This is an optimization exercise on Yosys and OpenROAD, whose aim is small area, a short achievable clock period and few clock cycles per item, not a production implementation.

==> inputs of run C <==
## qic_dec
module qic_dec (
    input  wire         clk,
    input  wire         rst,         
    input  wire         in_valid,
    output wire         in_ready,
    input  wire         in_first,    
    input  wire [127:0] in_bits,     
    input  wire [383:0] in_rel,      
    output reg          out_valid,
    output reg  [119:0] out_data,
    output reg  [2:0]   out_corr     
);
Settings: LEC_CHECK=0, CAP_MARGIN=20, CORE_MARGIN=2, CORE_UTILIZATION=22, PLACE_DENSITY=0.35, SLEW_MARGIN=20; clock period 70.0 ns.
run.sh (not shown) runs the stock make flow with config.mk's settings and CLKGATE_MAP_FILE= SYNTH_SCRIPT=/design/flow/synth_recipe.tcl, a recipe that flattens the netlist after the stock synthesis.
==> inputs of run M, as changes to run C <==
--- a/flow/design.v
+++ b/flow/design.v
@@ -20,17 +20,17 @@
         reg [15:0]  gany, gpre;
         reg [7:0]   grp, gp;
         reg         m2, m1, m0;
         integer g, j;
         begin
             m2    = &(b2 | excl);
-            a1    = excl | (b2 & {128{~m2}});
+            a1    = excl | (b2 ^ {128{m2}});
             m1    = &(b1 | a1);
-            a0    = a1 | (b1 & {128{~m1}});
+            a0    = a1 | (b1 ^ {128{m1}});
             m0    = &(b0 | a0);
-            match = ~(a0 | (b0 & {128{~m0}}));
+            match = ~(a0 | (b0 ^ {128{m0}}));
             for (g = 0; g < 16; g = g + 1)
                 gany[g] = |match[8*g +: 8];
             gpre[0] = 1'b0;
             for (g = 1; g < 16; g = g + 1)
                 gpre[g] = gpre[g-1] | gany[g-1];
             for (g = 0; g < 16; g = g + 1) begin
@@ -82,74 +82,54 @@
     always @(*) begin
         syn0 = 8'd0;
         for (k = 0; k < 128; k = k + 1)
             if (rb[k]) syn0 = syn0 ^ {1'b1, COLS[7*k +: 7]};
     end
     wire [130:0] rd0 = lrb_round(128'd0, p2, p1, p0);
-    wire [130:0] rd1 = lrb_round(rd0[130:3], p2, p1, p0);
-    reg         va;
-    reg [119:0] a_data;
-    reg [7:0]   a_syn;
-    reg [383:0] a_rel;
-    reg [6:0]   a_c0, a_c1;
-    reg [2:0]   a_r0, a_r1;
-    always @(posedge clk) begin
-        va     <= v0 & ~rst;
-        a_data <= rb[119:0];
-        a_syn  <= syn0;
-        a_rel  <= rr;
-        a_c0   <= col_oh(rd0[130:3]);
-        a_c1   <= col_oh(rd1[130:3]);
-        a_r0   <= rd0[2:0];
-        a_r1   <= rd1[2:0];
-    end
-    wire [127:0] a2, a1, a0;
-    generate
-        for (gk = 0; gk < 128; gk = gk + 1) begin : g_pla
-            assign a2[gk] = a_rel[3*gk+2];
-            assign a1[gk] = a_rel[3*gk+1];
-            assign a0[gk] = a_rel[3*gk];
-        end
-    endgenerate
-    wire [127:0] ex2 = dec_col(a_c0) | dec_col(a_c1);
-    wire [130:0] rd2 = lrb_round(ex2, a2, a1, a0);
-    wire [130:0] rd3 = lrb_round(ex2 | rd2[130:3], a2, a1, a0);
+    wire [127:0] e1  = rd0[130:3];
+    wire [130:0] rd1 = lrb_round(e1, p2, p1, p0);
+    wire [127:0] e2  = e1 | rd1[130:3];
+    wire [130:0] rd2 = lrb_round(e2, p2, p1, p0);
     reg         v1;
     reg [119:0] q_data;
     reg [7:0]   q_syn;
     reg [383:0] q_rel;
-    reg [6:0]   q_c0, q_c1, q_c2, q_c3;
-    reg [2:0]   q_r0, q_r1, q_r2, q_r3;
+    reg [6:0]   q_c0, q_c1, q_c2;
+    reg [2:0]   q_r0, q_r1, q_r2;
     always @(posedge clk) begin
-        v1     <= va & ~rst;
-        q_data <= a_data;
-        q_syn  <= a_syn;
-        q_rel  <= a_rel;
-        q_c0   <= a_c0;
-        q_c1   <= a_c1;
+        v1     <= v0 & ~rst;
+        q_data <= rb[119:0];
+        q_syn  <= syn0;
+        q_rel  <= rr;
+        q_c0   <= col_oh(rd0[130:3]);
+        q_c1   <= col_oh(rd1[130:3]);
         q_c2   <= col_oh(rd2[130:3]);
-        q_c3   <= col_oh(rd3[130:3]);
-        q_r0   <= a_r0;
-        q_r1   <= a_r1;
+        q_r0   <= rd0[2:0];
+        q_r1   <= rd1[2:0];
         q_r2   <= rd2[2:0];
-        q_r3   <= rd3[2:0];
-    end
+    end
+    wire [127:0] q2, q1, q0;
     wire [2:0]   tab [0:127];    
     generate
-        for (gk = 0; gk < 128; gk = gk + 1) begin : g_tab
+        for (gk = 0; gk < 128; gk = gk + 1) begin : g_pl2
+            assign q2[gk] = q_rel[3*gk+2];
+            assign q1[gk] = q_rel[3*gk+1];
+            assign q0[gk] = q_rel[3*gk];
             assign tab[gk] = q_rel[3*POSS[7*gk +: 7] +: 3];
         end
     endgenerate
     wire [127:0] h0 = dec_col(q_c0);
     wire [127:0] h1 = dec_col(q_c1);
     wire [127:0] h2 = dec_col(q_c2);
-    wire [127:0] h3 = dec_col(q_c3);
+    wire [130:0] rd3 = lrb_round(h0 | h1 | h2, q2, q1, q0);
+    wire [127:0] h3 = rd3[130:3];
+    wire [6:0]   c3 = col_oh(h3);
     wire [6:0] cc [0:3];
     wire [2:0] rl [0:3];
-    assign cc[0] = q_c0; assign cc[1] = q_c1; assign cc[2] = q_c2; assign cc[3] = q_c3;
-    assign rl[0] = q_r0; assign rl[1] = q_r1; assign rl[2] = q_r2; assign rl[3] = q_r3;
+    assign cc[0] = q_c0; assign cc[1] = q_c1; assign cc[2] = q_c2; assign cc[3] = c3;
+    assign rl[0] = q_r0; assign rl[1] = q_r1; assign rl[2] = q_r2; assign rl[3] = rd3[2:0];
     reg [6:0] sm   [0:15];
     reg [5:0] base [0:15];
     reg [2:0] nb   [0:15];
     reg       zr   [0:15];
     integer m, i;
     always @(*) begin
- CORE_UTILIZATION: 22 -> 40
- PLACE_DENSITY: 0.35 -> 0.55
==> comparison <==
Run C aborted during global routing on GRT-0116. Run M did not get past global routing.
Between run C and run M, the lower area after synthesis is in run M (gap 7.9%, measured against run M).
Between run M and run C, the lower synthesized cell count is in run M (gap about 1.5%, measured against run C).
No run of this note included a check of the RTL's function; only the layout flow was run.
